Background: an optimization exercise with open tools, aiming at small area, a short achievable clock period and few clock cycles. Do not read the settings as production practice. Where RTL was checked, it was by simulation tests only, not by an equivalence proof against the original. Only the layout flow was run in runs 2 and 3; the RTL was not checked for function there.

==> flow/design.v <==
module dec_unit (
    input  wire         clk,
    input  wire         rst,         
    input  wire         in_valid,
    output wire         in_ready,
    input  wire [2:0]   op,          
    input  wire [2:0]   size,        
    input  wire [2:0]   dmode,       
    input  wire [4:0]   digits,      
    input  wire [127:0] a,           
    input  wire [127:0] m,           
    output reg          out_valid,
    output reg  [127:0] result,
    output reg  [127:0] breakage,
    output reg          flag_n,
    output reg          flag_z,
    output reg          flag_c,
    output reg          flag_v,
    output reg          dov,
    output reg          ddata
);
    localparam OP_DAD  = 3'd0, OP_DSB  = 3'd1, OP_DMUL = 3'd2, OP_DRND = 3'd3,
               OP_DCMP = 3'd4, OP_DVAL = 3'd5, OP_DCVB = 3'd6, OP_BCVD = 3'd7;
    function [3:0] m5;
        input [3:0] d;
        begin
            m5[3] = d[3] | (d[2] & (d[1] | d[0]));
            m5[2] = (d[2] & ~d[1] & ~d[0]) | (d[3] & d[0]);
            m5[1] = (d[1] & d[0]) | (d[1] & ~d[2]) | (d[3] & ~d[0]);
            m5[0] = (d[0] & ~d[2] & ~d[3]) | (d[2] & d[1] & ~d[0]) | (d[3] & ~d[0]);
        end
    endfunction
    function [159:0] bcd_add;    
        input [127:0] x;
        input [127:0] y;
        input         cin;
        integer k;
        reg [4:0]  z;
        reg [3:0]  h, hm;
        reg [31:0] g, p;
        reg [32:0] c;
        reg [31:0] gg, pp;
        reg        c1, c2, c3;
        reg [127:0] zz;
        reg [31:0]  zc;
        begin
            for (k = 0; k < 32; k = k + 1) begin
                z[0] = x[4*k] ^ y[4*k];
                c1   = x[4*k] & y[4*k];
                z[1] = x[4*k+1] ^ y[4*k+1] ^ c1;
                c2   = (x[4*k+1] & y[4*k+1]) | (c1 & (x[4*k+1] ^ y[4*k+1]));
                z[2] = x[4*k+2] ^ y[4*k+2] ^ c2;
                c3   = (x[4*k+2] & y[4*k+2]) | (c2 & (x[4*k+2] ^ y[4*k+2]));
                z[3] = x[4*k+3] ^ y[4*k+3] ^ c3;
                z[4] = (x[4*k+3] & y[4*k+3]) | (c3 & (x[4*k+3] ^ y[4*k+3]));
                g[k] = z[4] | (z[3] & (z[2] | z[1]));
                p[k] = z[3] & ~z[2] & ~z[1] & z[0];
                zz[4*k +: 4] = z[4:1];
                zc[k] = z[0];
            end
            gg = g;
            pp = p;
            gg[1] = gg[1] | (pp[1] & gg[0]); pp[1] = pp[1] & pp[0];
            gg[3] = gg[3] | (pp[3] & gg[2]); pp[3] = pp[3] & pp[2];
            gg[5] = gg[5] | (pp[5] & gg[4]); pp[5] = pp[5] & pp[4];
            gg[7] = gg[7] | (pp[7] & gg[6]); pp[7] = pp[7] & pp[6];
            gg[9] = gg[9] | (pp[9] & gg[8]); pp[9] = pp[9] & pp[8];
            gg[11] = gg[11] | (pp[11] & gg[10]); pp[11] = pp[11] & pp[10];
            gg[13] = gg[13] | (pp[13] & gg[12]); pp[13] = pp[13] & pp[12];
            gg[15] = gg[15] | (pp[15] & gg[14]); pp[15] = pp[15] & pp[14];
            gg[17] = gg[17] | (pp[17] & gg[16]); pp[17] = pp[17] & pp[16];
            gg[19] = gg[19] | (pp[19] & gg[18]); pp[19] = pp[19] & pp[18];
            gg[21] = gg[21] | (pp[21] & gg[20]); pp[21] = pp[21] & pp[20];
            gg[23] = gg[23] | (pp[23] & gg[22]); pp[23] = pp[23] & pp[22];
            gg[25] = gg[25] | (pp[25] & gg[24]); pp[25] = pp[25] & pp[24];
            gg[27] = gg[27] | (pp[27] & gg[26]); pp[27] = pp[27] & pp[26];
            gg[29] = gg[29] | (pp[29] & gg[28]); pp[29] = pp[29] & pp[28];
            gg[31] = gg[31] | (pp[31] & gg[30]); pp[31] = pp[31] & pp[30];
            gg[3] = gg[3] | (pp[3] & gg[1]); pp[3] = pp[3] & pp[1];
            gg[7] = gg[7] | (pp[7] & gg[5]); pp[7] = pp[7] & pp[5];
            gg[11] = gg[11] | (pp[11] & gg[9]); pp[11] = pp[11] & pp[9];
            gg[15] = gg[15] | (pp[15] & gg[13]); pp[15] = pp[15] & pp[13];
            gg[19] = gg[19] | (pp[19] & gg[17]); pp[19] = pp[19] & pp[17];
            gg[23] = gg[23] | (pp[23] & gg[21]); pp[23] = pp[23] & pp[21];
            gg[27] = gg[27] | (pp[27] & gg[25]); pp[27] = pp[27] & pp[25];
            gg[31] = gg[31] | (pp[31] & gg[29]); pp[31] = pp[31] & pp[29];
            gg[7] = gg[7] | (pp[7] & gg[3]); pp[7] = pp[7] & pp[3];
            gg[15] = gg[15] | (pp[15] & gg[11]); pp[15] = pp[15] & pp[11];
            gg[23] = gg[23] | (pp[23] & gg[19]); pp[23] = pp[23] & pp[19];
            gg[31] = gg[31] | (pp[31] & gg[27]); pp[31] = pp[31] & pp[27];
            gg[15] = gg[15] | (pp[15] & gg[7]); pp[15] = pp[15] & pp[7];
            gg[31] = gg[31] | (pp[31] & gg[23]); pp[31] = pp[31] & pp[23];
            gg[31] = gg[31] | (pp[31] & gg[15]); pp[31] = pp[31] & pp[15];
            gg[23] = gg[23] | (pp[23] & gg[15]); pp[23] = pp[23] & pp[15];
            gg[11] = gg[11] | (pp[11] & gg[7]); pp[11] = pp[11] & pp[7];
            gg[19] = gg[19] | (pp[19] & gg[15]); pp[19] = pp[19] & pp[15];
            gg[27] = gg[27] | (pp[27] & gg[23]); pp[27] = pp[27] & pp[23];
            gg[5] = gg[5] | (pp[5] & gg[3]); pp[5] = pp[5] & pp[3];
            gg[9] = gg[9] | (pp[9] & gg[7]); pp[9] = pp[9] & pp[7];
            gg[13] = gg[13] | (pp[13] & gg[11]); pp[13] = pp[13] & pp[11];
            gg[17] = gg[17] | (pp[17] & gg[15]); pp[17] = pp[17] & pp[15];
            gg[21] = gg[21] | (pp[21] & gg[19]); pp[21] = pp[21] & pp[19];
            gg[25] = gg[25] | (pp[25] & gg[23]); pp[25] = pp[25] & pp[23];
            gg[29] = gg[29] | (pp[29] & gg[27]); pp[29] = pp[29] & pp[27];
            gg[2] = gg[2] | (pp[2] & gg[1]); pp[2] = pp[2] & pp[1];
            gg[4] = gg[4] | (pp[4] & gg[3]); pp[4] = pp[4] & pp[3];
            gg[6] = gg[6] | (pp[6] & gg[5]); pp[6] = pp[6] & pp[5];
            gg[8] = gg[8] | (pp[8] & gg[7]); pp[8] = pp[8] & pp[7];
            gg[10] = gg[10] | (pp[10] & gg[9]); pp[10] = pp[10] & pp[9];
            gg[12] = gg[12] | (pp[12] & gg[11]); pp[12] = pp[12] & pp[11];
            gg[14] = gg[14] | (pp[14] & gg[13]); pp[14] = pp[14] & pp[13];
            gg[16] = gg[16] | (pp[16] & gg[15]); pp[16] = pp[16] & pp[15];
            gg[18] = gg[18] | (pp[18] & gg[17]); pp[18] = pp[18] & pp[17];
            gg[20] = gg[20] | (pp[20] & gg[19]); pp[20] = pp[20] & pp[19];
            gg[22] = gg[22] | (pp[22] & gg[21]); pp[22] = pp[22] & pp[21];
            gg[24] = gg[24] | (pp[24] & gg[23]); pp[24] = pp[24] & pp[23];
            gg[26] = gg[26] | (pp[26] & gg[25]); pp[26] = pp[26] & pp[25];
            gg[28] = gg[28] | (pp[28] & gg[27]); pp[28] = pp[28] & pp[27];
            gg[30] = gg[30] | (pp[30] & gg[29]); pp[30] = pp[30] & pp[29];
            c[0] = cin;
            for (k = 0; k < 32; k = k + 1)
                c[k+1] = gg[k] | (pp[k] & cin);
            for (k = 0; k < 32; k = k + 1) begin
                h  = zz[4*k +: 4] + {3'd0, zc[k] & c[k]};
                hm = m5(h);
                bcd_add[4*k +: 4] = {hm[2:0], zc[k] ^ c[k]};
                bcd_add[128 + k] = c[k] ? p[k] : ((zz[4*k +: 4] == 4'd0) & ~zc[k]) |
                                                 ((zz[4*k +: 4] == 4'd5) & ~zc[k]);
            end
        end
    endfunction
    function [123:0] nines;
        input [123:0] x;
        integer k;
        begin
            for (k = 0; k < 31; k = k + 1)
                nines[4*k +: 4] = {~(x[4*k+3] | x[4*k+2] | x[4*k+1]),
                                   x[4*k+2] ^ x[4*k+1], x[4*k+1], ~x[4*k]};
        end
    endfunction
    function [127:0] bcd_dbl;
        input [127:0] x;
        integer k;
        reg [3:0] t;
        reg c;
        begin
            c = 1'b0;
            for (k = 0; k < 32; k = k + 1) begin
                t = m5(x[4*k +: 4]);
                bcd_dbl[4*k +: 4] = {t[2:0], c};
                c = t[3];
            end
        end
    endfunction
    function [3:0] h5;
        input       o;
        input [2:0] q;
        begin
            h5[3] = o & (q[2] | (q[1] & q[0]));
            h5[2] = o ? ~(q[2] | (q[1] & q[0])) : q[2];
            h5[1] = o ? (q[1] ^ q[0]) : q[1];
            h5[0] = o ^ q[0];
        end
    endfunction
    function [127:0] bcd_x5;
        input [127:0] x;
        integer k;
        begin
            bcd_x5[3:0] = {1'b0, x[0], 1'b0, x[0]};
            for (k = 1; k < 32; k = k + 1)
                bcd_x5[4*k +: 4] = h5(x[4*k], x[4*k-1 -: 3]);
        end
    endfunction
    function [63:0] add64;
        input [63:0] x;
        input [63:0] y;
        input        cin;
        reg [63:0] gg, pp, hs;
        reg [64:0] c;
        integer k;
        begin
            hs = x ^ y;
            gg = x & y;
            pp = hs;
            gg[1] = gg[1] | (pp[1] & gg[0]); pp[1] = pp[1] & pp[0];
            gg[3] = gg[3] | (pp[3] & gg[2]); pp[3] = pp[3] & pp[2];
            gg[5] = gg[5] | (pp[5] & gg[4]); pp[5] = pp[5] & pp[4];
            gg[7] = gg[7] | (pp[7] & gg[6]); pp[7] = pp[7] & pp[6];
            gg[9] = gg[9] | (pp[9] & gg[8]); pp[9] = pp[9] & pp[8];
            gg[11] = gg[11] | (pp[11] & gg[10]); pp[11] = pp[11] & pp[10];
            gg[13] = gg[13] | (pp[13] & gg[12]); pp[13] = pp[13] & pp[12];
            gg[15] = gg[15] | (pp[15] & gg[14]); pp[15] = pp[15] & pp[14];
            gg[17] = gg[17] | (pp[17] & gg[16]); pp[17] = pp[17] & pp[16];
            gg[19] = gg[19] | (pp[19] & gg[18]); pp[19] = pp[19] & pp[18];
            gg[21] = gg[21] | (pp[21] & gg[20]); pp[21] = pp[21] & pp[20];
            gg[23] = gg[23] | (pp[23] & gg[22]); pp[23] = pp[23] & pp[22];
            gg[25] = gg[25] | (pp[25] & gg[24]); pp[25] = pp[25] & pp[24];
            gg[27] = gg[27] | (pp[27] & gg[26]); pp[27] = pp[27] & pp[26];
            gg[29] = gg[29] | (pp[29] & gg[28]); pp[29] = pp[29] & pp[28];
            gg[31] = gg[31] | (pp[31] & gg[30]); pp[31] = pp[31] & pp[30];
            gg[33] = gg[33] | (pp[33] & gg[32]); pp[33] = pp[33] & pp[32];
            gg[35] = gg[35] | (pp[35] & gg[34]); pp[35] = pp[35] & pp[34];
            gg[37] = gg[37] | (pp[37] & gg[36]); pp[37] = pp[37] & pp[36];
            gg[39] = gg[39] | (pp[39] & gg[38]); pp[39] = pp[39] & pp[38];
            gg[41] = gg[41] | (pp[41] & gg[40]); pp[41] = pp[41] & pp[40];
            gg[43] = gg[43] | (pp[43] & gg[42]); pp[43] = pp[43] & pp[42];
            gg[45] = gg[45] | (pp[45] & gg[44]); pp[45] = pp[45] & pp[44];
            gg[47] = gg[47] | (pp[47] & gg[46]); pp[47] = pp[47] & pp[46];
            gg[49] = gg[49] | (pp[49] & gg[48]); pp[49] = pp[49] & pp[48];
            gg[51] = gg[51] | (pp[51] & gg[50]); pp[51] = pp[51] & pp[50];
            gg[53] = gg[53] | (pp[53] & gg[52]); pp[53] = pp[53] & pp[52];
            gg[55] = gg[55] | (pp[55] & gg[54]); pp[55] = pp[55] & pp[54];
            gg[57] = gg[57] | (pp[57] & gg[56]); pp[57] = pp[57] & pp[56];
            gg[59] = gg[59] | (pp[59] & gg[58]); pp[59] = pp[59] & pp[58];
            gg[61] = gg[61] | (pp[61] & gg[60]); pp[61] = pp[61] & pp[60];
            gg[63] = gg[63] | (pp[63] & gg[62]); pp[63] = pp[63] & pp[62];
            gg[3] = gg[3] | (pp[3] & gg[1]); pp[3] = pp[3] & pp[1];
            gg[7] = gg[7] | (pp[7] & gg[5]); pp[7] = pp[7] & pp[5];
            gg[11] = gg[11] | (pp[11] & gg[9]); pp[11] = pp[11] & pp[9];
            gg[15] = gg[15] | (pp[15] & gg[13]); pp[15] = pp[15] & pp[13];
            gg[19] = gg[19] | (pp[19] & gg[17]); pp[19] = pp[19] & pp[17];
            gg[23] = gg[23] | (pp[23] & gg[21]); pp[23] = pp[23] & pp[21];
            gg[27] = gg[27] | (pp[27] & gg[25]); pp[27] = pp[27] & pp[25];
            gg[31] = gg[31] | (pp[31] & gg[29]); pp[31] = pp[31] & pp[29];
            gg[35] = gg[35] | (pp[35] & gg[33]); pp[35] = pp[35] & pp[33];
            gg[39] = gg[39] | (pp[39] & gg[37]); pp[39] = pp[39] & pp[37];
            gg[43] = gg[43] | (pp[43] & gg[41]); pp[43] = pp[43] & pp[41];
            gg[47] = gg[47] | (pp[47] & gg[45]); pp[47] = pp[47] & pp[45];
            gg[51] = gg[51] | (pp[51] & gg[49]); pp[51] = pp[51] & pp[49];
            gg[55] = gg[55] | (pp[55] & gg[53]); pp[55] = pp[55] & pp[53];
            gg[59] = gg[59] | (pp[59] & gg[57]); pp[59] = pp[59] & pp[57];
            gg[63] = gg[63] | (pp[63] & gg[61]); pp[63] = pp[63] & pp[61];
            gg[7] = gg[7] | (pp[7] & gg[3]); pp[7] = pp[7] & pp[3];
            gg[15] = gg[15] | (pp[15] & gg[11]); pp[15] = pp[15] & pp[11];
            gg[23] = gg[23] | (pp[23] & gg[19]); pp[23] = pp[23] & pp[19];
            gg[31] = gg[31] | (pp[31] & gg[27]); pp[31] = pp[31] & pp[27];
            gg[39] = gg[39] | (pp[39] & gg[35]); pp[39] = pp[39] & pp[35];
            gg[47] = gg[47] | (pp[47] & gg[43]); pp[47] = pp[47] & pp[43];
            gg[55] = gg[55] | (pp[55] & gg[51]); pp[55] = pp[55] & pp[51];
            gg[63] = gg[63] | (pp[63] & gg[59]); pp[63] = pp[63] & pp[59];
            gg[15] = gg[15] | (pp[15] & gg[7]); pp[15] = pp[15] & pp[7];
            gg[31] = gg[31] | (pp[31] & gg[23]); pp[31] = pp[31] & pp[23];
            gg[47] = gg[47] | (pp[47] & gg[39]); pp[47] = pp[47] & pp[39];
            gg[63] = gg[63] | (pp[63] & gg[55]); pp[63] = pp[63] & pp[55];
            gg[31] = gg[31] | (pp[31] & gg[15]); pp[31] = pp[31] & pp[15];
            gg[63] = gg[63] | (pp[63] & gg[47]); pp[63] = pp[63] & pp[47];
            gg[63] = gg[63] | (pp[63] & gg[31]); pp[63] = pp[63] & pp[31];
            gg[47] = gg[47] | (pp[47] & gg[31]); pp[47] = pp[47] & pp[31];
            gg[23] = gg[23] | (pp[23] & gg[15]); pp[23] = pp[23] & pp[15];
            gg[39] = gg[39] | (pp[39] & gg[31]); pp[39] = pp[39] & pp[31];
            gg[55] = gg[55] | (pp[55] & gg[47]); pp[55] = pp[55] & pp[47];
            gg[11] = gg[11] | (pp[11] & gg[7]); pp[11] = pp[11] & pp[7];
            gg[19] = gg[19] | (pp[19] & gg[15]); pp[19] = pp[19] & pp[15];
            gg[27] = gg[27] | (pp[27] & gg[23]); pp[27] = pp[27] & pp[23];
            gg[35] = gg[35] | (pp[35] & gg[31]); pp[35] = pp[35] & pp[31];
            gg[43] = gg[43] | (pp[43] & gg[39]); pp[43] = pp[43] & pp[39];
            gg[51] = gg[51] | (pp[51] & gg[47]); pp[51] = pp[51] & pp[47];
            gg[59] = gg[59] | (pp[59] & gg[55]); pp[59] = pp[59] & pp[55];
            gg[5] = gg[5] | (pp[5] & gg[3]); pp[5] = pp[5] & pp[3];
            gg[9] = gg[9] | (pp[9] & gg[7]); pp[9] = pp[9] & pp[7];
            gg[13] = gg[13] | (pp[13] & gg[11]); pp[13] = pp[13] & pp[11];
            gg[17] = gg[17] | (pp[17] & gg[15]); pp[17] = pp[17] & pp[15];
            gg[21] = gg[21] | (pp[21] & gg[19]); pp[21] = pp[21] & pp[19];
            gg[25] = gg[25] | (pp[25] & gg[23]); pp[25] = pp[25] & pp[23];
            gg[29] = gg[29] | (pp[29] & gg[27]); pp[29] = pp[29] & pp[27];
            gg[33] = gg[33] | (pp[33] & gg[31]); pp[33] = pp[33] & pp[31];
            gg[37] = gg[37] | (pp[37] & gg[35]); pp[37] = pp[37] & pp[35];
            gg[41] = gg[41] | (pp[41] & gg[39]); pp[41] = pp[41] & pp[39];
            gg[45] = gg[45] | (pp[45] & gg[43]); pp[45] = pp[45] & pp[43];
            gg[49] = gg[49] | (pp[49] & gg[47]); pp[49] = pp[49] & pp[47];
            gg[53] = gg[53] | (pp[53] & gg[51]); pp[53] = pp[53] & pp[51];
            gg[57] = gg[57] | (pp[57] & gg[55]); pp[57] = pp[57] & pp[55];
            gg[61] = gg[61] | (pp[61] & gg[59]); pp[61] = pp[61] & pp[59];
            gg[2] = gg[2] | (pp[2] & gg[1]); pp[2] = pp[2] & pp[1];
            gg[4] = gg[4] | (pp[4] & gg[3]); pp[4] = pp[4] & pp[3];
            gg[6] = gg[6] | (pp[6] & gg[5]); pp[6] = pp[6] & pp[5];
            gg[8] = gg[8] | (pp[8] & gg[7]); pp[8] = pp[8] & pp[7];
            gg[10] = gg[10] | (pp[10] & gg[9]); pp[10] = pp[10] & pp[9];
            gg[12] = gg[12] | (pp[12] & gg[11]); pp[12] = pp[12] & pp[11];
            gg[14] = gg[14] | (pp[14] & gg[13]); pp[14] = pp[14] & pp[13];
            gg[16] = gg[16] | (pp[16] & gg[15]); pp[16] = pp[16] & pp[15];
            gg[18] = gg[18] | (pp[18] & gg[17]); pp[18] = pp[18] & pp[17];
            gg[20] = gg[20] | (pp[20] & gg[19]); pp[20] = pp[20] & pp[19];
            gg[22] = gg[22] | (pp[22] & gg[21]); pp[22] = pp[22] & pp[21];
            gg[24] = gg[24] | (pp[24] & gg[23]); pp[24] = pp[24] & pp[23];
            gg[26] = gg[26] | (pp[26] & gg[25]); pp[26] = pp[26] & pp[25];
            gg[28] = gg[28] | (pp[28] & gg[27]); pp[28] = pp[28] & pp[27];
            gg[30] = gg[30] | (pp[30] & gg[29]); pp[30] = pp[30] & pp[29];
            gg[32] = gg[32] | (pp[32] & gg[31]); pp[32] = pp[32] & pp[31];
            gg[34] = gg[34] | (pp[34] & gg[33]); pp[34] = pp[34] & pp[33];
            gg[36] = gg[36] | (pp[36] & gg[35]); pp[36] = pp[36] & pp[35];
            gg[38] = gg[38] | (pp[38] & gg[37]); pp[38] = pp[38] & pp[37];
            gg[40] = gg[40] | (pp[40] & gg[39]); pp[40] = pp[40] & pp[39];
            gg[42] = gg[42] | (pp[42] & gg[41]); pp[42] = pp[42] & pp[41];
            gg[44] = gg[44] | (pp[44] & gg[43]); pp[44] = pp[44] & pp[43];
            gg[46] = gg[46] | (pp[46] & gg[45]); pp[46] = pp[46] & pp[45];
            gg[48] = gg[48] | (pp[48] & gg[47]); pp[48] = pp[48] & pp[47];
            gg[50] = gg[50] | (pp[50] & gg[49]); pp[50] = pp[50] & pp[49];
            gg[52] = gg[52] | (pp[52] & gg[51]); pp[52] = pp[52] & pp[51];
            gg[54] = gg[54] | (pp[54] & gg[53]); pp[54] = pp[54] & pp[53];
            gg[56] = gg[56] | (pp[56] & gg[55]); pp[56] = pp[56] & pp[55];
            gg[58] = gg[58] | (pp[58] & gg[57]); pp[58] = pp[58] & pp[57];
            gg[60] = gg[60] | (pp[60] & gg[59]); pp[60] = pp[60] & pp[59];
            gg[62] = gg[62] | (pp[62] & gg[61]); pp[62] = pp[62] & pp[61];
            c[0] = cin;
            for (k = 0; k < 64; k = k + 1)
                c[k+1] = gg[k] | (pp[k] & cin);
            add64 = hs ^ c[63:0];
        end
    endfunction
    function [75:0] dabble;
        input [75:0] dd;
        input        b;
        integer k;
        reg [3:0] t;
        reg c;
        begin
            c = b;
            for (k = 0; k < 19; k = k + 1) begin
                t = m5(dd[4*k +: 4]);
                dabble[4*k +: 4] = {t[2:0], c};
                c = t[3];
            end
        end
    endfunction
    reg         v1;            
    reg         first;         
    reg         rdy;
    reg [2:0]   op1;
    reg         is_dsb, is_mul, is_rnd, is_cmp, is_cvb, is_bcvd, addsub, ext;
    reg         n3, n7, n15, n31;    
    reg [2:0]   dm1;
    reg [4:0]   dg1;
    reg [127:0] a1;
    reg [127:0] m1;
    reg [2:0]   ptr;           
    reg         zm3, zm7, zm15, zm31;    
    reg         a_lost;        
    assign in_ready = rdy;
    wire in_cvb  = (op == OP_DCVB);
    wire in_bcvd = (op == OP_BCVD);
    wire in_n31  = in_bcvd | (in_cvb ? (size == 3'd4) : (size >= 3'd4));
    wire in_n15  = in_n31 | in_cvb | (size == 3'd3);
    wire in_n7   = in_n15 | (size == 3'd2);
    wire in_n3   = in_n7  | (size == 3'd1);
    wire [30:0] dmaskn = {{16{n31}}, {8{n15}}, {4{n7}}, {2{n3}}, 1'b1};
    reg  [123:0] nmask;
    integer ki;
    always @* begin
        for (ki = 0; ki < 31; ki = ki + 1)
            nmask[4*ki +: 4] = {4{dmaskn[ki]}};
    end
    wire [123:0] A  = a1[127:4];
    wire [123:0] M  = m1[127:4];
    wire [30:0]  mkd = {{16{zm31}}, {8{zm15}}, {4{zm7}}, {2{zm3}}, 1'b1};
    reg  [123:0] mk;
    always @* begin
        for (ki = 0; ki < 31; ki = ki + 1)
            mk[4*ki +: 4] = {4{mkd[ki]}};
    end
    wire [123:0] X  = A & mk;
    wire [123:0] Y  = M & mk;
    wire a_neg = (a1[3:0] == 4'hB) || (a1[3:0] == 4'hD);
    wire m_neg = (m1[3:0] == 4'hB) || (m1[3:0] == 4'hD);
    reg a_bad_digit, m_bad_digit;
    reg [30:0] nz_a, nz_m;       
    reg [7:0] blk_a, blk_m;      
    integer di;
    always @* begin
        a_bad_digit = 1'b0;
        m_bad_digit = 1'b0;
        for (di = 0; di < 31; di = di + 1) begin
            if (X[4*di+3] & (X[4*di+2] | X[4*di+1])) a_bad_digit = 1'b1;
            if (Y[4*di+3] & (Y[4*di+2] | Y[4*di+1])) m_bad_digit = 1'b1;
            nz_a[di] = |X[4*di +: 4];
            nz_m[di] = |Y[4*di +: 4];
        end
        for (di = 0; di < 7; di = di + 1) begin
            blk_a[di] = |nz_a[4*di +: 4];
            blk_m[di] = |nz_m[4*di +: 4];
        end
        blk_a[7] = |nz_a[30:28];
        blk_m[7] = |nz_m[30:28];
    end
    wire a_bad_sign = (a1[3:0] < 4'hA);
    wire m_bad_sign = (m1[3:0] < 4'hA);
    wire a_bad = a_bad_digit | a_bad_sign;
    wire m_bad = m_bad_digit | m_bad_sign;
    wire a_zero = ~|blk_a;
    wire m_zero = ~|blk_m;
    wire trap = first & (((addsub | is_mul) & (a_bad | m_bad)) |
                         ((is_rnd | is_cvb) & a_bad));
    reg [7:0] sfx_a;
    integer si;
    always @* begin
        sfx_a[7] = blk_a[7];
        for (si = 6; si >= 0; si = si - 1)
            sfx_a[si] = sfx_a[si+1] | blk_a[si];
    end
    wire swap = first & is_mul & |(blk_m & ~sfx_a);
    reg [30:0] dlow;             
    integer ri;
    always @* begin
        for (ri = 0; ri < 31; ri = ri + 1)
            dlow[ri] = (ri < dg1);
    end
    reg [123:0] dmask;           
    reg [127:0] u_vec;
    reg [31:0]  dsel;            
    reg [30:0]  ge5, eq5, odd;   
    always @* begin
        for (ri = 0; ri < 32; ri = ri + 1)
            dsel[ri] = (dg1 == ri);
        for (ri = 0; ri < 31; ri = ri + 1) begin
            dmask[4*ri +: 4] = {4{dlow[ri]}};
            ge5[ri] = X[4*ri+3] | (X[4*ri+2] & (X[4*ri+1] | X[4*ri]));
            eq5[ri] = ~X[4*ri+3] & X[4*ri+2] & ~X[4*ri+1] & X[4*ri];
            odd[ri] = X[4*ri];
        end
        u_vec = 128'd0;
        for (ri = 0; ri < 32; ri = ri + 1)
            u_vec[4*ri] = dsel[ri];
    end
    wire         below_nz = |(nz_a[29:0] & dlow[30:1]);
    wire         rem_nz  = |(nz_a & dlow);
    wire         g_ge    = |(ge5 & dsel[31:1]);      
    wire         g_eq    = |(eq5 & dsel[31:1]);      
    wire         lo_odd  = |(odd & dsel[30:0]);
    wire         h_gt    = (g_ge & ~g_eq) | (g_eq & below_nz);
    wire         h_eq    = g_eq & ~below_nz;
    wire         h_ge    = g_ge;
    wire [31:0]  dmaskx  = {1'b0, dmaskn};
    wire         d_lt_n  = dmaskx[dg1];         
    reg          up_m;
    always @* begin
        case (dm1)
            3'd1:    up_m = 1'b0;
            3'd2:    up_m = ~a_neg & rem_nz;
            3'd3:    up_m = a_neg & rem_nz;
            3'd4:    up_m = h_ge;
            default: up_m = h_gt | (h_eq & lo_odd);
        endcase
    end
    wire up = up_m & d_lt_n & is_rnd;
    wire [3:0]   dig  = Y[3:0];
    wire [127:0] x1   = {4'd0, X};
    wire [127:0] x2   = bcd_dbl(x1);
    wire [127:0] x5   = bcd_x5(x1);
    wire [127:0] x10  = {X, 4'd0};
    reg  [127:0] mp1, mpm;
    reg          mneg;
    integer ni;
    always @* begin
        case (dig)
            4'd3, 4'd4, 4'd5, 4'd6, 4'd7: mp1 = x5;
            4'd8, 4'd9:                   mp1 = x10;
            default:                      mp1 = 128'd0;
        endcase
        case (dig)
            4'd1, 4'd4, 4'd6, 4'd9: mpm = x1;
            4'd2, 4'd3, 4'd7, 4'd8: mpm = x2;
            default:                mpm = 128'd0;
        endcase
        mneg = (dig == 4'd3) | (dig == 4'd4) | (dig == 4'd8) | (dig == 4'd9);
    end
    reg  [127:0] mp2;
    always @* begin
        for (ni = 0; ni < 32; ni = ni + 1)
            mp2[4*ni +: 4] = mneg ? {~(mpm[4*ni+3] | mpm[4*ni+2] | mpm[4*ni+1]),
                                     mpm[4*ni+2] ^ mpm[4*ni+1], mpm[4*ni+1], ~mpm[4*ni]}
                                  : mpm[4*ni +: 4];
    end
    wire subm   = is_cmp | (a_neg ^ m_neg ^ is_dsb);
    wire [123:0] nX = nines(X);
    wire [123:0] nY = nines(Y);
    wire         bneg  = a1[63];
    reg  [63:0]  bsrc;
    reg          bseen;
    integer bk;
    always @* begin
        bseen = 1'b0;
        for (bk = 0; bk < 64; bk = bk + 1) begin
            bsrc[bk] = a1[bk] ^ (bneg & bseen);
            bseen    = bseen | a1[bk];
        end
    end
    reg  [7:0]   blk_b;
    integer bi;
    always @* begin
        for (bi = 0; bi < 8; bi = bi + 1)
            blk_b[bi] = |bsrc[8*bi +: 8];
    end
    wire [123:0] Ac = {A[123:64], A[63:60] & {4{ext}}, A[59:0]};
    reg  [7:0]   blk_c;
    integer ci;
    always @* begin
        for (ci = 0; ci < 7; ci = ci + 1)
            blk_c[ci] = |Ac[16*ci +: 16];
        blk_c[7] = |Ac[123:112];
        blk_c[7:4] = blk_c[7:4] & {4{ext}};
    end
    wire [7:0] tb_in = is_bcvd ? blk_b : blk_c;
    reg  [2:0] top;
    integer ti;
    always @* begin
        top = 3'd0;
        for (ti = 1; ti < 8; ti = ti + 1)
            if (tb_in[ti]) top = ti[2:0];
    end
    wire [2:0] blk  = first ? top : ptr;
    wire       last = (blk == 3'd0);
    wire [7:0]  bbyte = bsrc[{blk, 3'b000} +: 8];
    wire [75:0] dd0   = first ? 76'd0 : result[79:4];
    wire [75:0] dd1 = dabble(dd0, bbyte[7]);
    wire [75:0] dd2 = dabble(dd1, bbyte[6]);
    wire [75:0] dd3 = dabble(dd2, bbyte[5]);
    wire [75:0] dd4 = dabble(dd3, bbyte[4]);
    wire [75:0] dd5 = dabble(dd4, bbyte[3]);
    wire [75:0] dd6 = dabble(dd5, bbyte[2]);
    wire [75:0] dd7 = dabble(dd6, bbyte[1]);
    wire [75:0] dd8 = dabble(dd7, bbyte[0]);
    wire [123:0] acc = first ? 124'd0 : result[127:4];
    wire [127:0] p2  = is_mul ? mp1 : {4'd0, nX & (is_rnd ? dmask : {124{1'b1}})};
    wire [127:0] q2  = is_mul ? mp2 : {4'd0, Y & {124{~is_rnd}}};
    wire [159:0] s2x = bcd_add(p2, q2, is_mul ? mneg : 1'b1);
    wire [127:0] s2  = s2x[127:0];
    wire [127:0] p1  = is_mul  ? {4'd0, acc} :
                                 {4'd0, X & (is_rnd ? ~dmask : {124{1'b1}})};
    wire [127:0] q1  = is_mul ? s2 :
                       (({128{addsub}} & {4'd0, subm ? nY : Y}) |
                        ({128{up}} & u_vec));
    wire         c1  = addsub & subm;
    wire [159:0] s1x = bcd_add(p1, q1, c1);
    wire [127:0] s1  = s1x[127:0];
    wire [31:0]  s1z = s1x[159:128];                 
    wire [127:0] Xc    = {4'd0, Ac};
    wire [15:0]  chunk = Xc[{blk, 4'b0000} +: 16];
    wire [6:0]   c_lo  = {3'd0, chunk[3:0]} + {chunk[7:4], 3'd0} + {2'd0, chunk[7:4], 1'b0};
    wire [6:0]   c_hi  = {3'd0, chunk[11:8]} + {chunk[15:12], 3'd0} + {2'd0, chunk[15:12], 1'b0};
    wire [13:0]  cval  = {c_hi, 6'd0} + {1'b0, c_hi, 5'd0} + {5'd0, c_hi, 2'd0} + {7'd0, c_lo};
    wire [63:0]  bin0  = first ? 64'd0 : result[63:0];
    wire [63:0]  t1    = (bin0 << 13) | 64'd256;
    wire [63:0]  t2    = bin0 << 11;
    wire [63:0]  t3    = (~bin0) << 8;
    wire [63:0]  t4    = bin0 << 4;
    wire [63:0]  t5    = {50'd0, cval} ^ {64{a_neg}};
    wire [63:0]  u1s   = t1 ^ t2 ^ t3;
    wire [63:0]  u1c   = ((t1 & t2) | (t1 & t3) | (t2 & t3)) << 1;
    wire [63:0]  u2s   = u1s ^ u1c ^ t4;
    wire [63:0]  u2c   = ((u1s & u1c) | (u1s & t4) | (u1c & t4)) << 1;
    wire [63:0]  u3s   = u2s ^ u2c ^ t5;
    wire [63:0]  u3c   = ((u2s & u2c) | (u2s & t5) | (u2c & t5)) << 1;
    wire [63:0]  bin1  = add64(u3s, u3c, a_neg);
    wire         cv_hi = |A[123:76];
    wire         cv_gt = (A[75:0] > 76'h9223372036854775808);
    wire         cv_eq = (A[75:0] == 76'h9223372036854775808);
    wire         cv_v  = ext & (cv_hi | cv_gt | (cv_eq & ~a_neg));
    wire         ge      = s1[124];                   
    wire         use_s2  = addsub & subm & ~ge;
    wire [123:0] rmag    = (use_s2 ? s2[123:0] : s1[123:0]) & nmask;
    wire         rnz     = use_s2 | |(~s1z[30:0] & dmaskn);
    wire         r_over  = ~(addsub & subm) & |(~s1z & ~{1'b0, dmaskn});
    wire         rneg    = is_mul ? (a_neg ^ m_neg) :
                           (addsub & subm & ~ge) ? (m_neg ^ is_dsb) : a_neg;
    wire [3:0]   rsign   = (rneg & rnz) ? 4'hD : 4'hC;
    wire [123:0] rem     = X & dmask;
    wire [123:0] bmag    = up ? s2[123:0] : rem;
    wire         bneg_r  = up ? ~a_neg : (a_neg & rem_nz);
    wire         mul_ovf = r_over | ((dig != 4'd0) & a_lost & ~first);
    wire         v_mul   = (flag_v & ~first) | mul_ovf;
    wire         a_sneg  = a_neg & ~a_zero;
    wire         m_sneg  = m_neg & ~m_zero;
    wire         mag_eq  = ~rnz;
    wire         cmp_eq  = (a_zero & m_zero) | ((a_sneg == m_sneg) & mag_eq);
    wire         cmp_lt  = ~cmp_eq & ((a_sneg & ~m_sneg) |
                                      ((a_sneg == m_sneg) & (a_sneg ? ge : ~ge)));
    wire         cmp_gt  = ~cmp_eq & ~cmp_lt;
    wire done      = trap | (is_mul ? (~swap & ~|nz_m[30:1]) : ((is_cvb | is_bcvd) ? last : 1'b1));
    wire skip      = ~nz_m[1];
    wire done_next = is_mul ? (swap ? ~|nz_a[30:1] : skip ? ~|nz_m[30:3] : ~|nz_m[30:2]) :
                              (blk == 3'd1);
    wire accept    = in_valid & rdy;
    wire multi_in  = (op == OP_DMUL) | (op == OP_DCVB) | (op == OP_BCVD);
    reg  [30:0] pnz_a, pnz_m;
    integer pi;
    always @* begin
        for (pi = 0; pi < 31; pi = pi + 1) begin
            pnz_a[pi] = |a[4*pi+4 +: 4];
            pnz_m[pi] = |m[4*pi+4 +: 4];
        end
    end
    wire [30:0] psz = {{16{size >= 3'd4}}, {8{size >= 3'd3}}, {4{size >= 3'd2}},
                       {2{size != 3'd0}}, 1'b1};
    wire p_mul  = ~|(pnz_m[30:1] & psz[30:1]) & (|(pnz_a & psz) | ~pnz_m[0]);
    wire p_cvb  = ~|pnz_a[14:4] & ~((size == 3'd4) & |pnz_a[30:15]);
    wire p_bcvd = a[63] ? (&a[63:8] & |a[7:0]) : ~|a[63:8];
    wire short_in = (op == OP_DMUL) ? p_mul : (op == OP_DCVB) ? p_cvb : p_bcvd;
    always @(posedge clk) begin
        if (rst) begin
            v1        <= 1'b0;
            rdy       <= 1'b1;
            out_valid <= 1'b0;
            first     <= 1'b0;
        end else begin
            out_valid <= v1 & done;
            first     <= accept | (v1 & swap & ~trap);
            if (v1 & ~done) begin
                v1  <= 1'b1;
                rdy <= done_next;
            end else begin
                v1  <= accept;
                rdy <= ~(accept & multi_in & ~short_in);
            end
        end
    end
    always @(posedge clk) begin
        if (rdy) begin
            op1     <= op;
            is_dsb  <= (op == OP_DSB);
            is_mul  <= (op == OP_DMUL);
            is_rnd  <= (op == OP_DRND);
            is_cmp  <= (op == OP_DCMP);
            is_cvb  <= in_cvb;
            is_bcvd <= in_bcvd;
            addsub  <= (op == OP_DAD) | (op == OP_DSB) | (op == OP_DCMP);
            ext     <= (size == 3'd4);
            n3      <= in_n3;
            n7      <= in_n7;
            n15     <= in_n15;
            n31     <= in_n31;
            zm3     <= in_n3;
            zm7     <= in_n7;
            zm15    <= in_n15;
            zm31    <= in_n31;
            dm1 <= dmode;
            dg1 <= digits;
            a1  <= a;
        end else if (swap) begin
            a1 <= {Y, m1[3:0]};
        end else if (is_mul) begin
            a1[127:4] <= skip ? {X[115:0], 8'd0} : {X[119:0], 4'd0};
        end
        if (rdy)
            m1 <= m;
        else if (swap)
            m1 <= {X, a1[3:0]};
        else
            m1 <= skip ? {8'd0, Y[123:8], m1[3:0]} : {4'd0, Y[123:4], m1[3:0]};
        ptr    <= blk - 3'd1;
        if (~rdy & is_mul & ~swap) begin
            zm3  <= 1'b1;
            zm7  <= 1'b1;
            zm15 <= 1'b1;
            zm31 <= 1'b1;
        end
        a_lost <= (a_lost & ~first) | (|X[123:120]) | (skip & |X[119:116]);
    end
    always @(posedge clk) begin
        if (is_cvb)
            result <= {64'd0, bin1};
        else if (is_bcvd)
            result <= {48'd0, dd8, bneg ? 4'hD : 4'hC};
        else
            result <= {rmag, rsign};
        breakage <= {bmag, (bneg_r & |bmag) ? 4'hD : 4'hC};
        ddata    <= trap;
        case (op1)
            OP_DCMP: begin
                flag_n <= cmp_lt; flag_z <= cmp_eq; flag_c <= cmp_gt;
                flag_v <= 1'b0;   dov    <= 1'b0;
            end
            OP_DVAL: begin
                flag_n <= ~m_bad & m_neg & ~m_zero; flag_z <= ~m_bad;
                flag_c <= m_bad_digit;              flag_v <= m_bad_sign;
                dov    <= 1'b0;
            end
            OP_DCVB: begin
                flag_n <= bin1[63]; flag_z <= (bin1 == 64'd0); flag_c <= 1'b0;
                flag_v <= cv_v;     dov    <= 1'b0;
            end
            OP_BCVD: begin
                flag_n <= bneg; flag_z <= (a1[63:0] == 64'd0); flag_c <= 1'b0;
                flag_v <= 1'b0; dov    <= 1'b0;
            end
            OP_DMUL: begin
                flag_n <= rneg & rnz; flag_z <= ~rnz; flag_c <= 1'b0;
                flag_v <= v_mul;      dov    <= v_mul;
            end
            default: begin  
                flag_n <= rneg & rnz; flag_z <= ~rnz; flag_c <= 1'b0;
                flag_v <= r_over;     dov    <= r_over;
            end
        endcase
    end
endmodule
==> flow/flow/run.sh <==
#!/bin/bash
# The standard layout (the standard.sh, unchanged synthesis and steps), with
# one change: the port buffers that global placement inserts on every input and
# output are sky130_fd_sc_hd__buf_1 cells instead of the delay buffers
# (clkdlybuf4s50_1) that buffer_ports picks by default. The make output goes to
# standard.log; each ORFS step writes its own log under orfs/logs/.
set -euo pipefail
export BUFFER_PORTS_ARGS="-buffer_cell sky130_fd_sc_hd__buf_1"
bash standard.sh > standard.log 2>&1
==> flow/standard.sh <==
#!/bin/bash
# synth_recipe.tcl (not shown) runs the flow's synth.tcl, then flattens the netlist and writes it again
# the make line also repeats each setting of config.mk as NAME=value (left out here)
make -C /OpenROAD-flow-scripts/flow DESIGN_CONFIG=/design/flow/config.mk WORK_HOME=/design/flow/orfs CLKGATE_MAP_FILE= SYNTH_SCRIPT=/design/flow/synth_recipe.tcl "${@:-finish}"
==> flow/config.mk <==
export PLATFORM = sky130hd
export DESIGN_NAME = dec_unit
export DESIGN_NICKNAME = dec_unit
export VERILOG_FILES = /design/flow/design.v
export SDC_FILE = /design/flow/constraint.sdc
export NUM_CORES = 8
export LEC_CHECK = 0
export ABC_AREA = 1
export CAP_MARGIN = 30
export CORE_MARGIN = 2
export CORE_UTILIZATION = 40
export PLACE_DENSITY = 0.6
export SLEW_MARGIN = 30
==> flow/constraint.sdc <==
create_clock -name core_clock -period 80.0 [get_ports {clk}]
set_input_delay 16.0000 -clock core_clock [delete_from_list [all_inputs] [get_ports {clk}]]
set_output_delay 16.0000 -clock core_clock [all_outputs]
set_load 0.01 [all_outputs]
==> impl_metrics.json, run 1 <==
{
  "run_status": "complete, no violations",
  "fill_cells": 22310,
  "critPathCaptureType": "flip-flop",
  "cts_htree_levels": 3,
  "crit_required_ns": 80.70,
  "max_clock_freq_mhz": 53.82,
  "ys_seq_area_share_pct": 15.38,
  "max_slew_margin_pct": 17.26,
  "overflow": 0,
  "drt_first_iter_violations": 15510,
  "die_span_y_um": 456.0,
  "grt_use_met1_pct": 53.77,
  "worst-path-max-fanout": 2,
  "io_buffer_count": 533,
  "multi_input_area_um2": 58530,
  "drtPass1Iterations": 10,
  "grt_use_met2_pct": 57.75,
  "worst_pin_slew_ns": 1.228,
  "avgSynthCellArea_um2": 6.304,
  "clock_path_buffers": 3,
  "setup_viol": 0,
  "number_of_sinks_on_the_clock_net": 550,
  "postSynthCellCount": 12960,
  "num_rows": 165,
  "synth.cells.most_frequent": "inv_1, nand2_1, nor2_1",
  "postRouteWirelength_mm": 461.7,
  "initial_core_util_pct": 40.34,
  "synth.cell_area_um2": 81700,
  "grt_pass1_wl_mm": 644.8,
  "register_area_um2": 12570,
  "synth.largest_area_cell": "inv_1",
  "period_minus_slack_ns": 18.58,
  "crit_path_start_kind": "primary input",
  "ioPinCount": 537,
  "ys_warn_count": 1,
  "die_w_um": 456.0,
  "maximum_number_of_pins_on_one_net_before_global_route_repair": 135,
  "clock_skew_ns": 0.05639,
  "finish.utilization_pct": 43.97,
  "cts.clk_slew.worst_paths_ns": 0.06,
  "wire_length_per_cell_after_detailed_routing_um": 29.03,
  "root_buffer": "clkbuf_16",
  "report.final.hold_viol_count": 0,
  "synthFlopType": "dfxtp_1",
  "drive_above_1_share_pct": 3.779,
  "timing.critical_path.arrival_ns": 19.28,
  "post_route_clock_period_utilization_pct": 23.22,
  "standard_cell_core_area_um2": 202500,
  "area_growth_pct": 8.995,
  "grt_antenna_before_repair": 58,
  "grt_setup_unrepaired": "no",
  "synth.lib_cells_used.distinct": 83,
  "ant_nets": 0,
  "number_of_global_route_vias_before_repair": 88710,
  "postCtsSetupBuffers": 0,
  "timing.hold.worst.class": "reg -> reg",
  "worstSkewPairLatency_ns": 0.80,
  "asyncSetResetFlopFracSynth_pct": 0,
  "synth_enable_flop_cells": 155,
  "gp_congestion": 1.127,
  "detail_route.vias_per_cell": 6.295,
  "synthTopCellsByArea": "inv_1, nand2_1, dfxtp_1",
  "cts.repair.resized": 0,
  "gr-max-usage-layer": "met2",
  "detail_route.drc_violations": 0,
  "tritoncts": "done",
  "holdPathStages": 2,
  "grt_util_met3_pct": 18.60,
  "num-nets-final": 14310,
  "postSynthRegisterBits": 550,
  "synth_top_cell_area_share_pct": 10.43,
  "max_cap_viol_count": 0,
  "finalMaxSlewViolations": 0,
  "vias": 100100,
  "worst-r2r-cell-count": 61,
  "global_route.usage.total_pct": 42.39,
  "hpwl_mm": 366.0,
  "cts.hold.buffers_added": 0,
  "number_of_buffers_inserted_during_clock_tree_synthesis": 75,
  "post-synth-top-count-cell": "inv_1",
  "fin_setup_tns_ns": 0,
  "worst-setup-path-type": "in -> reg",
  "total_die_area_um2": 207900
}
## final cells by class
class	instances	share of cell area (%)
multi-input cells	9512	65.72
repair buffers	693	3.659
inverters	2316	9.794
clock inverters	41	0.6224
flip-flops and latches	550	14.12
well taps	2672	3.754
diodes	26	0.07306
clock buffers	93	2.252
## critical path, cell delays in order
cell      delay (ns)
buf_1           0.07
inv_1           0.06
nand4_1         0.42
nor4_2          0.96
nand3_1         0.58
nand2_1         0.18
a41oi_1         0.16
a21oi_1         0.47
nand3_1         0.14
nand4_1         0.09
nand2_1         0.05
o211ai_1        0.07
## routing by layer
| layer | wire length, um | vias up |
|---|---|---|
| met3 | 72810 | 1664 |
| met5 | 663 | - |
| li1 | - | 44170 |
| met2 | 176700 | 7244 |
| met4 | 36680 | 50 |
| met1 | 174900 | 46980 |
## cells in the final DEF (no fill, tap or decap), types with 19 or more instances in the layout
master | netlist | final
inv_1 | 2270 | 2260
nand2_1 | 2192 | 2186
nor2_1 | 1352 | 1341
o21ai_0 | 1318 | 1305
nand3_1 | 667 | 667
a21oi_1 | 578 | 578
buf_1 | 70 | 532
ha_1 | 531 | 531
o211ai_1 | 476 | 476
dfxtp_1 | 395 | 391
fa_1 | 353 | 353
o22ai_1 | 275 | 274
nor3_1 | 261 | 259
xor2_1 | 219 | 219
nand4_1 | 172 | 172
edfxtp_1 | 155 | 155
buf_4 | 5 | 153
nor4_1 | 146 | 133
o221ai_1 | 101 | 101
a22oi_1 | 99 | 99
a31oi_1 | 83 | 82
clkbuf_16 | 0 | 76
xnor2_1 | 72 | 72
o2111ai_1 | 55 | 55
a211oi_1 | 48 | 48
o31ai_1 | 47 | 46
or2_2 | 45 | 45
o32ai_1 | 44 | 44
a221oi_1 | 35 | 35
a32oi_1 | 34 | 34
a32o_1 | 33 | 33
o21ai_1 | 20 | 27
diode_2 | 0 | 26
clkinv_1 | 26 | 26
inv_2 | 20 | 25
nand2_2 | 25 | 24
o21bai_1 | 24 | 24
nand3b_1 | 19 | 19
## per-stage QoR
stage	worst slack, ns	hold WS, ns	area (um2)	cells
final	61.42	0.4884	89050	15900
after global routing	61.42	0.5140	89000	15880
after CTS	61.60	0.4884	88880	15870
after detailed placement	60.80	0.4756	86320	15740
after global placement	60.78	0.4851	86260	15740
after floorplan	62.55	0.4300	81710	12960
## state kept, by name, indices dropped and copies added (netlist names), 3 cells and up
name / cells
a1: 128
result: 128
dg1: 5
breakage: 125
dm1: 3
ptr: 3
op1: 3
m1: 128
## final timing paths
path,end,slack (ns),start
max reg2reg,flag_n,61.74,dg1[1]
max,rdy,61.42,m[44]
min reg2reg,out_valid,0.49,v1
min,out_valid,0.49,v1
## kinds of logic (layout without fill, tap and decap cells)
group	Yosys count	after routing	synth area share (%)
AND/OR/NAND/NOR	4939	4939	25.83
AO/OA/AOI/OAI	3394	3394	25.49
buffers and inverters	2899	3143	13.38
adder cells (fa/ha/maj)	884	884	16.78
flip-flops	550	550	15.38
XOR/XNOR	292	292	3.139
other	2	29	0.009192
Testbench counts, summed over its fixed seeds: cycles 5,902.
==> inputs of run 2 (changes only) <==
--- a/flow/design.v
+++ b/flow/design.v
@@ -326,6 +326,7 @@
     reg         v1;            
     reg         first;         
     reg         rdy;
+    reg         nrdy;          
     reg [2:0]   op1;
     reg         is_dsb, is_mul, is_rnd, is_cmp, is_cvb, is_bcvd, addsub, ext;
     reg         n3, n7, n15, n31;    
@@ -336,7 +337,7 @@
     reg [2:0]   ptr;           
     reg         zm3, zm7, zm15, zm31;    
     reg         a_lost;        
-    assign in_ready = rdy;
+    assign in_ready = ~nrdy;
     wire in_cvb  = (op == OP_DCVB);
     wire in_bcvd = (op == OP_BCVD);
     wire in_n31  = in_bcvd | (in_cvb ? (size == 3'd4) : (size >= 3'd4));
@@ -591,7 +592,13 @@
     end
     wire [30:0] psz = {{16{size >= 3'd4}}, {8{size >= 3'd3}}, {4{size >= 3'd2}},
                        {2{size != 3'd0}}, 1'b1};
-    wire p_mul  = ~|(pnz_m[30:1] & psz[30:1]) & (|(pnz_a & psz) | ~pnz_m[0]);
+    wire zm_1  = |pnz_m[2:1],  za_1 = |pnz_a[2:1];
+    wire zm_2  = |pnz_m[6:3],  za_2 = |pnz_a[6:3];
+    wire zm_3  = |pnz_m[14:7], za_3 = |pnz_a[14:7];
+    wire zm_4  = |pnz_m[30:15], za_4 = |pnz_a[30:15];
+    wire m_hi  = (psz[1] & zm_1) | (psz[3] & zm_2) | (psz[7] & zm_3) | (psz[15] & zm_4);
+    wire a_any = pnz_a[0] | (psz[1] & za_1) | (psz[3] & za_2) | (psz[7] & za_3) | (psz[15] & za_4);
+    wire p_mul  = ~m_hi & (a_any | ~pnz_m[0]);
     wire p_cvb  = ~|pnz_a[14:4] & ~((size == 3'd4) & |pnz_a[30:15]);
     wire p_bcvd = a[63] ? (&a[63:8] & |a[7:0]) : ~|a[63:8];
     wire short_in = (op == OP_DMUL) ? p_mul : (op == OP_DCVB) ? p_cvb : p_bcvd;
@@ -599,6 +606,7 @@
         if (rst) begin
             v1        <= 1'b0;
             rdy       <= 1'b1;
+            nrdy      <= 1'b0;
             out_valid <= 1'b0;
             first     <= 1'b0;
         end else begin
@@ -606,10 +614,12 @@
             first     <= accept | (v1 & swap & ~trap);
             if (v1 & ~done) begin
                 v1  <= 1'b1;
-                rdy <= done_next;
+                rdy  <= done_next;
+                nrdy <= ~done_next;
             end else begin
                 v1  <= accept;
-                rdy <= ~(accept & multi_in & ~short_in);
+                rdy  <= ~(accept & multi_in & ~short_in);
+                nrdy <= accept & multi_in & ~short_in;
             end
         end
     end
==> flow/flow/run.sh (replaced) <==
#!/bin/bash
# The standard layout (the standard.sh, unchanged synthesis and steps), with
# one change: the port buffers that global placement inserts on every input and
# output are sky130_fd_sc_hd__buf_2 cells instead of the delay buffers
# (clkdlybuf4s50_1) that buffer_ports picks by default. The make output goes to
# standard.log; each ORFS step writes its own log under orfs/logs/.
set -euo pipefail
export BUFFER_PORTS_ARGS="-buffer_cell sky130_fd_sc_hd__buf_2"
bash standard.sh > standard.log 2>&1
==> run 2 against run 1 <==
Die area fell by 0.21%. Setup slack worse by 0.40 ns. Cell count hardly changed. Still clean. Critical path type is now reg -> reg.
==> impl_metrics.json, run 2 <==
{
  "synthFlopType": "dfxtp_1",
  "detail_route.vias_per_cell": 6.238,
  "drt_first_iter_violations": 15410,
  "asyncSetResetFlopFracSynth_pct": 0,
  "postSynthCellCount": 12970,
  "maximum_number_of_pins_on_one_net_before_global_route_repair": 180,
  "hpwl_mm": 370.9,
  "finalWorstSetupSlack_ns": 61.02,
  "ys_seq_area_share_pct": 15.43,
  "vias": 99190,
  "die_span_y_um": 455.5,
  "number_of_sinks_on_the_clock_net": 551,
  "postRouteWirelength_mm": 465.0,
  "worstSkewPairLatency_ns": 0.79,
  "max_cap_viol_count": 0,
  "crit_path_start_kind": "flip-flop",
  "number_of_buffers_inserted_during_clock_tree_synthesis": 76,
  "wire_length_per_cell_after_detailed_routing_um": 29.24,
  "worst-path-max-fanout": 41,
  "postSynthRegisterBits": 551,
  "grt_antenna_before_repair": 59,
  "synth_top_cell_area_share_pct": 10.43,
  "run_status": "complete, no violations",
  "post-synth-top-count-cell": "nand2_1",
  "ant_nets": 0,
  "initial_core_util_pct": 40.30,
  "tritoncts": "done",
  "critical-path-slowest-cell": "nor4b_2",
  "report.final.hold_viol_count": 0,
  "ioPinCount": 537,
  "worst_pin_slew_ns": 1.165,
  "synth.largest_area_cell": "nand2_1",
  "max_slew_margin_pct": 21.65,
  "synth.lib_cells_used.distinct": 84,
  "critical_path.max_stage_delay_ns": 0.98,
  "synth.cells.most_frequent": "nand2_1, inv_1, o21ai_0",
  "synthTopCellsByArea": "nand2_1, inv_1, dfxtp_1",
  "grt_setup_unrepaired": "no",
  "total_die_area_um2": 207500,
  "cts.repair.resized": 0,
  "place_worst_setup_slack_ns": 60.85,
  "critPathMostFrequentCell": "nand2_1",
  "grt_pass1_wl_mm": 649.9,
  "worst-setup-path-type": "reg -> reg",
  "period_minus_slack_ns": 18.98,
  "io_buffer_count": 533,
  "crit_required_ns": 80.65,
  "fin_setup_tns_ns": 0,
  "detail_route.drc_violations": 0,
  "timing.critical_path.arrival_ns": 19.63,
  "max_clock_freq_mhz": 52.70,
  "synth.cell_area_um2": 81530,
  "overflow": 0,
  "finalMaxSlewViolations": 0,
  "die_w_um": 455.5,
  "synth_enable_flop_cells": 155,
  "num_rows": 165,
  "post_route_clock_period_utilization_pct": 23.72,
  "critPathCaptureType": "flip-flop",
  "drtPass1Iterations": 7,
  "cts.clk_slew.worst_paths_ns": 0.07,
  "gp_congestion": 1.092,
  "num-nets-final": 14300,
  "grt_use_met1_pct": 54.94,
  "clock_path_buffers": 3,
  "area_growth_pct": 9.878,
  "mostFrequentLayoutCells": "nand2_1, inv_1, o21ai_0",
  "cts.hold.buffers_added": 0,
  "grt_use_met2_pct": 60.28,
  "layout_top_registers": "a1: 128 flops, m1: 128 flops, result: 128 flops",
  "cts_htree_levels": 3,
  "root_buffer": "clkbuf_16",
  "avgSynthCellArea_um2": 6.287,
  "timing.hold.worst.class": "reg -> reg",
  "number_of_global_route_vias_before_repair": 89200,
  "grt_util_met3_pct": 14.93,
  "clock_skew_ns": 0.06127,
  "global_route.usage.total_pct": 42.84,
  "gr-max-usage-layer": "met2",
  "ys_warn_count": 1,
  "layout_commonest_cell": "nand2_1",
  "postCtsSetupBuffers": 0,
  "rrSetupSlack_ns": 61.02,
  "drive_above_1_share_pct": 7.678,
  "setup_viol": 0,
  "standard_cell_core_area_um2": 202300
}
-- run 2: changes by cell type after synthesis, sizes merged, moves of 13 or more --
cell	change
nand2	+76
nor2	-44
nand3	+37
o21ai	+31
inv	-27
o211ai	-25
clkbuf	+22
buf	-20
a221oi	+16
xor2	-13
-- run 2: layer usage --
layer  share of wire (%)  vias to the layer above
li1                    -                    44250
met4                 8.0                       38
met1                  38                    46550
met2                  39                     6854
met5               0.051                        -
met3                  14                     1500
-- run 2: cells by family (layout without fill, tap and decap cells) --
logic type | Yosys count | in the layout | synth area share (%)
flip-flops | 551 | 551 | 15.43
AND/OR/NAND/NOR | 5012 | 5012 | 26.24
other | 2 | 26 | 0.009211
adder cells (fa/ha/maj) | 884 | 884 | 16.82
multiplexers | 1 | 1 | 0.01381
XOR/XNOR | 270 | 270 | 2.900
buffers and inverters | 2871 | 3108 | 13.27
AO/OA/AOI/OAI | 3377 | 3377 | 25.32
-- run 2: stage by stage --
stage / std cells / area (um2) / hold slack (ns) / util (%)
2_1_floorplan: 12970 / 81530 / 0.4332 / -
3_3_place_gp: 15730 / 86760 / 0.4655 / 42.88
3_5_place_dp: 15740 / 86830 / 0.4732 / 42.92
4_1_cts: 15870 / 89440 / 0.4791 / 44.21
5_1_grt: 15890 / 89550 / 0.5209 / 44.26
6_report: 15900 / 89580 / 0.4852 / 44.28
-- run 2: critical path, delay by kind of cell (launching register included) --
family	cells	cell delay [ns]
AND/OR/NAND/NOR	34	7.19
AO/OA/AOI/OAI	16	5.15
adder cells (fa/ha/maj)	10	3.44
XOR/XNOR	1	0.22
flip-flops	1	0.49
buffers and inverters	12	2.16
-- run 2: layout make-up --
cell class                 count  area, um2
timing repair buffer         683       3931
tap                         2672       3343
fill                       22180     112700
clock buffer                  88       2105
antenna                       23      57.56
clock inverter                51      503.0
sequential                   551      12590
multi-input combinational   9547      58440
inverter                    2286       8611
-- run 2: path summary, 6_finish.rpt --
| path | to | startpoint | cells past startpoint |
|---|---|---|---|
| max | flag_n | m1[6] | 73 |
| min | out_valid | v1 | 2 |
| max reg2reg | flag_n | m1[6] | 73 |
| min reg2reg | out_valid | v1 | 2 |
==> inputs of run 3 (changes only) <==
--- a/flow/design.v
+++ b/flow/design.v
@@ -500,7 +500,7 @@
         blk_c[7] = |Ac[123:112];
         blk_c[7:4] = blk_c[7:4] & {4{ext}};
     end
-    wire [7:0] tb_in = is_bcvd ? blk_b : blk_c;
+    wire [7:0] tb_in = blk_b;
     reg  [2:0] top;
     integer ti;
     always @* begin
@@ -508,7 +508,7 @@
         for (ti = 1; ti < 8; ti = ti + 1)
             if (tb_in[ti]) top = ti[2:0];
     end
-    wire [2:0] blk  = first ? top : ptr;
+    wire [2:0] blk  = (first & is_bcvd) ? top : ptr;    
     wire       last = (blk == 3'd0);
     wire [7:0]  bbyte = bsrc[{blk, 3'b000} +: 8];
     wire [75:0] dd0   = first ? 76'd0 : result[79:4];
@@ -592,14 +592,14 @@
     end
     wire [30:0] psz = {{16{size >= 3'd4}}, {8{size >= 3'd3}}, {4{size >= 3'd2}},
                        {2{size != 3'd0}}, 1'b1};
-    wire zm_1  = |pnz_m[2:1],  za_1 = |pnz_a[2:1];
-    wire zm_2  = |pnz_m[6:3],  za_2 = |pnz_a[6:3];
-    wire zm_3  = |pnz_m[14:7], za_3 = |pnz_a[14:7];
-    wire zm_4  = |pnz_m[30:15], za_4 = |pnz_a[30:15];
-    wire m_hi  = (psz[1] & zm_1) | (psz[3] & zm_2) | (psz[7] & zm_3) | (psz[15] & zm_4);
-    wire a_any = pnz_a[0] | (psz[1] & za_1) | (psz[3] & za_2) | (psz[7] & za_3) | (psz[15] & za_4);
-    wire p_mul  = ~m_hi & (a_any | ~pnz_m[0]);
-    wire p_cvb  = ~|pnz_a[14:4] & ~((size == 3'd4) & |pnz_a[30:15]);
+    wire p_mul  = ~|(pnz_m[30:1] & psz[30:1]) & (|(pnz_a & psz) | ~pnz_m[0]);
+    wire [30:0] cz_a = pnz_a & {{16{size == 3'd4}}, 15'h7fff};
+    wire [7:0]  cvb_blk = {|cz_a[30:28], |cz_a[27:24], |cz_a[23:20], |cz_a[19:16],
+                           |cz_a[15:12], |cz_a[11:8], |cz_a[7:4], |cz_a[3:0]};
+    wire [2:0]  cvb_top = cvb_blk[7] ? 3'd7 : cvb_blk[6] ? 3'd6 : cvb_blk[5] ? 3'd5 :
+                          cvb_blk[4] ? 3'd4 : cvb_blk[3] ? 3'd3 : cvb_blk[2] ? 3'd2 :
+                          cvb_blk[1] ? 3'd1 : 3'd0;
+    wire p_cvb  = ~|cvb_blk[7:1];
     wire p_bcvd = a[63] ? (&a[63:8] & |a[7:0]) : ~|a[63:8];
     wire short_in = (op == OP_DMUL) ? p_mul : (op == OP_DCVB) ? p_cvb : p_bcvd;
     always @(posedge clk) begin
@@ -656,7 +656,7 @@
             m1 <= {X, a1[3:0]};
         else
             m1 <= skip ? {8'd0, Y[123:8], m1[3:0]} : {4'd0, Y[123:4], m1[3:0]};
-        ptr    <= blk - 3'd1;
+        ptr    <= rdy ? cvb_top : blk - 3'd1;
         if (~rdy & is_mul & ~swap) begin
             zm3  <= 1'b1;
             zm7  <= 1'b1;
==> run 3 against run 2 <==
Sequential share of layout area is 0.088 points lower. Cell area is 0.63% higher. Core utilization is 0.078 points lower. Via count is 0.47% higher.
==> impl_metrics.json, run 3 <==
{
  "ys_warn_count": 1,
  "maximum_number_of_pins_on_one_net_before_global_route_repair": 174,
  "asyncSetResetFlopFracSynth_pct": 0,
  "finalWorstSetupSlack_ns": 61.45,
  "initial_core_util_pct": 40.11,
  "highest_layer": "met5",
  "clock_path_buffers": 3,
  "max_slew_margin_pct": 18.96,
  "place_worst_setup_slack_ns": 60.85,
  "synth_enable_flop_cells": 155,
  "critical-path-slowest-cell": "nor3_2",
  "dpl.cell_count": 15800,
  "die_w_um": 456.3,
  "grt_antenna_before_repair": 43,
  "postSynthRegisterBits": 551,
  "run_status": "complete, no violations",
  "detail_route.drc_violations": 0,
  "detail_route.vias_per_cell": 6.239,
  "wire_length_per_cell_after_detailed_routing_um": 29.69,
  "postSynthCellCount": 12970,
  "postRouteWirelength_mm": 474.3,
  "mostFrequentLayoutCells": "inv_1, nand2_1, nor2_1",
  "critical_path.max_stage_delay_ns": 0.74,
  "synth.largest_area_cell": "inv_1",
  "drive_above_1_share_pct": 8.287,
  "num_rows": 166,
  "cts.repair.resized": 0,
  "gp_congestion": 1.096,
  "grt_pass1_wl_mm": 658.5,
  "ioPinCount": 537,
  "layout_top_registers": "a1: 128 flops, m1: 128 flops, result: 128 flops",
  "drtPass1Iterations": 11,
  "synth.cell_area_um2": 81820,
  "timing.hold.worst.class": "reg -> reg",
  "grt_setup_unrepaired": "no",
  "ant_nets": 0,
  "crit_path_start_kind": "primary input",
  "max_clock_freq_mhz": 53.92,
  "cts.clk_slew.worst_paths_ns": 0.07,
  "setup_viol": 0,
  "standard_cell_core_area_um2": 204000,
  "fill_cells": 22480,
  "number_of_sinks_on_the_clock_net": 551,
  "detail_route_met2_wl_mm": 186.8,
  "global_route.usage.total_pct": 43.48,
  "overflow": 0,
  "postCtsSetupBuffers": 0,
  "cts_htree_levels": 3,
  "ys_seq_area_share_pct": 15.38,
  "layout.cells.non_filler": 15970,
  "hpwl_mm": 381.1,
  "timing.critical_path.cells": "buf_2 -> inv_1 -> nand4_1 -> nor4_1 -> a31o_2 -> a41oi_1 -> nor3_2 -> o2111ai_1 -> o2111ai_1 -> nand2_1 -> nand3_1 -> inv_1",
  "total_die_area_um2": 208200,
  "worst-r2r-cell-count": 76,
  "fin_setup_tns_ns": 0,
  "critPathCaptureType": "flip-flop",
  "tritoncts": "done",
  "worst_pin_slew_ns": 1.203,
  "vias": 99650,
  "holdPathStages": 2,
  "cts.hold.buffers_added": 0,
  "drt_first_iter_violations": 15940,
  "period_minus_slack_ns": 18.55,
  "layout_commonest_cell": "inv_1",
  "clock_skew_ns": 0.06416,
  "timing.critical_path.arrival_ns": 19.21,
  "number_of_buffers_inserted_during_clock_tree_synthesis": 77,
  "max_cap_viol_count": 0,
  "routed_length_on_met1_mm": 188.3,
  "num-nets-final": 14360,
  "synth.lib_cells_used.distinct": 80,
  "avgSynthCellArea_um2": 6.307,
  "finalMaxSlewViolations": 0,
  "io_buffer_count": 533,
  "finish.utilization_pct": 44.20,
  "post-synth-top-count-cell": "inv_1",
  "number_of_global_route_vias_before_repair": 88830,
  "met3_length_mm": 66.43,
  "report.final.hold_viol_count": 0,
  "worstSkewPairLatency_ns": 0.79,
  "post_route_clock_period_utilization_pct": 23.18,
  "synth.cells.most_frequent": "inv_1, nand2_1, nor2_1",
  "synthFlopType": "dfxtp_1",
  "synthTopCellsByArea": "inv_1, nand2_1, dfxtp_1",
  "root_buffer": "clkbuf_16",
  "worst-setup-path-type": "in -> reg",
  "crit_required_ns": 80.66,
  "synth_top_cell_area_share_pct": 10.36,
  "worst-path-max-fanout": 2,
  "die_span_y_um": 456.3,
  "area_growth_pct": 10.18
}
[run 3: cell count changes after synthesis, sizes merged, moves of 13 or more]
cell	change
nor2	+56
o211ai	+41
buf	+28
clkbuf	-39
inv	+18
o21ai	-19
nand3	-61
o32ai	-13
nand2	-49
a21oi	+24
[run 3: kinds of logic (layout without fill, tap and decap cells)]
group / count (synthesis) / in the layout / share of synthesized area, %
and+or+nand+nor: 4959 / 4959 / 25.95
AOI/OAI and AO/OA: 3417 / 3417 / 25.60
buffers and inverters: 2877 / 3166 / 13.29
adders and majority gates: 884 / 884 / 16.76
DFF: 551 / 551 / 15.38
xor gates and xnor gates: 282 / 282 / 3.019
other: 2 / 24 / 0.009179
[run 3: through the flow]
step                      hold WS, ns  area (um2)
after global placement         0.4860       87260
after CTS                      0.4848       89980
after global routing           0.5079       90110
after detailed placement       0.4847       87330
final                          0.4888       90150
after floorplan                0.4332       81820
[run 3: critical path, delay by kind of cell]
kind,cells,cell delay [ns]
AOI/OAI and AO/OA,4,1.05
buffers and inverters,3,0.21
and+or+nand+nor,5,1.93
[run 3: worst paths after layout]
path | start | end | slack (ns)
max | m[46] | nrdy | 61.45
min | v1 | out_valid | 0.49
max reg2reg | m1[7] | flag_v | 62.24
min reg2reg | v1 | out_valid | 0.49
[run 3: area by class of cell]
class / count / area (um2) / share of cell area [%]
Multi-Input combinational cell: 9545 / 58620 / 65.02
Clock inverter: 47 / 500.5 / 0.5552
Inverter: 2303 / 8670 / 9.617
Tap cell: 2688 / 3363 / 3.731
Antenna cell: 21 / 52.55 / 0.05829
Sequential cell: 551 / 12590 / 13.97
Clock buffer: 93 / 2155 / 2.390
Timing Repair Buffer: 723 / 4197 / 4.655
[run 3: metal layers]
layer / vias up / GRT usage, %
met5: - / 0
met4: 38 / 24.01
met1: 46940 / 57.68
met3: 1352 / 14.85
li1: 44290 / -
met2: 7033 / 61.23

==> afterwards: timing with drivers on the ports <==
In the flow no input, the clock included, has a driving cell. The finished layouts below were timed again as built, in two steps. Step 1 sets driving cells, clkbuf_16 on the clock port and buf_2 on the other inputs (assumed; they add their load-dependent delay and slew). Step 2 moves the port delays by t, midway between the first and last clock arrival at a register: inputs arrive t later, outputs are due t later. That takes back most of the time a late clock gives input paths. a / b / c = ideal / step 1 / step 2; a / b = the first two.
run	t (ns)	setup slack, ns	worst hold slack (ns)	worst register clock-pin slew, ns
run 1	0.871	61.420 / 61.492 / 60.621	0.488 / 0.488 / 0.488	0.08 / 0.08
run 2	0.851	61.024 / 61.024 / 60.698	0.485 / 0.485 / 0.485	0.08 / 0.08
run 3	0.857	61.453 / 61.536 / 60.679	0.489 / 0.489 / 0.489	0.08 / 0.08
After both steps setup and hold are still met in every run listed. The setup slack of run 1, which loses most, moves by +0.072 ns with the drivers and by -0.799 ns with both steps.
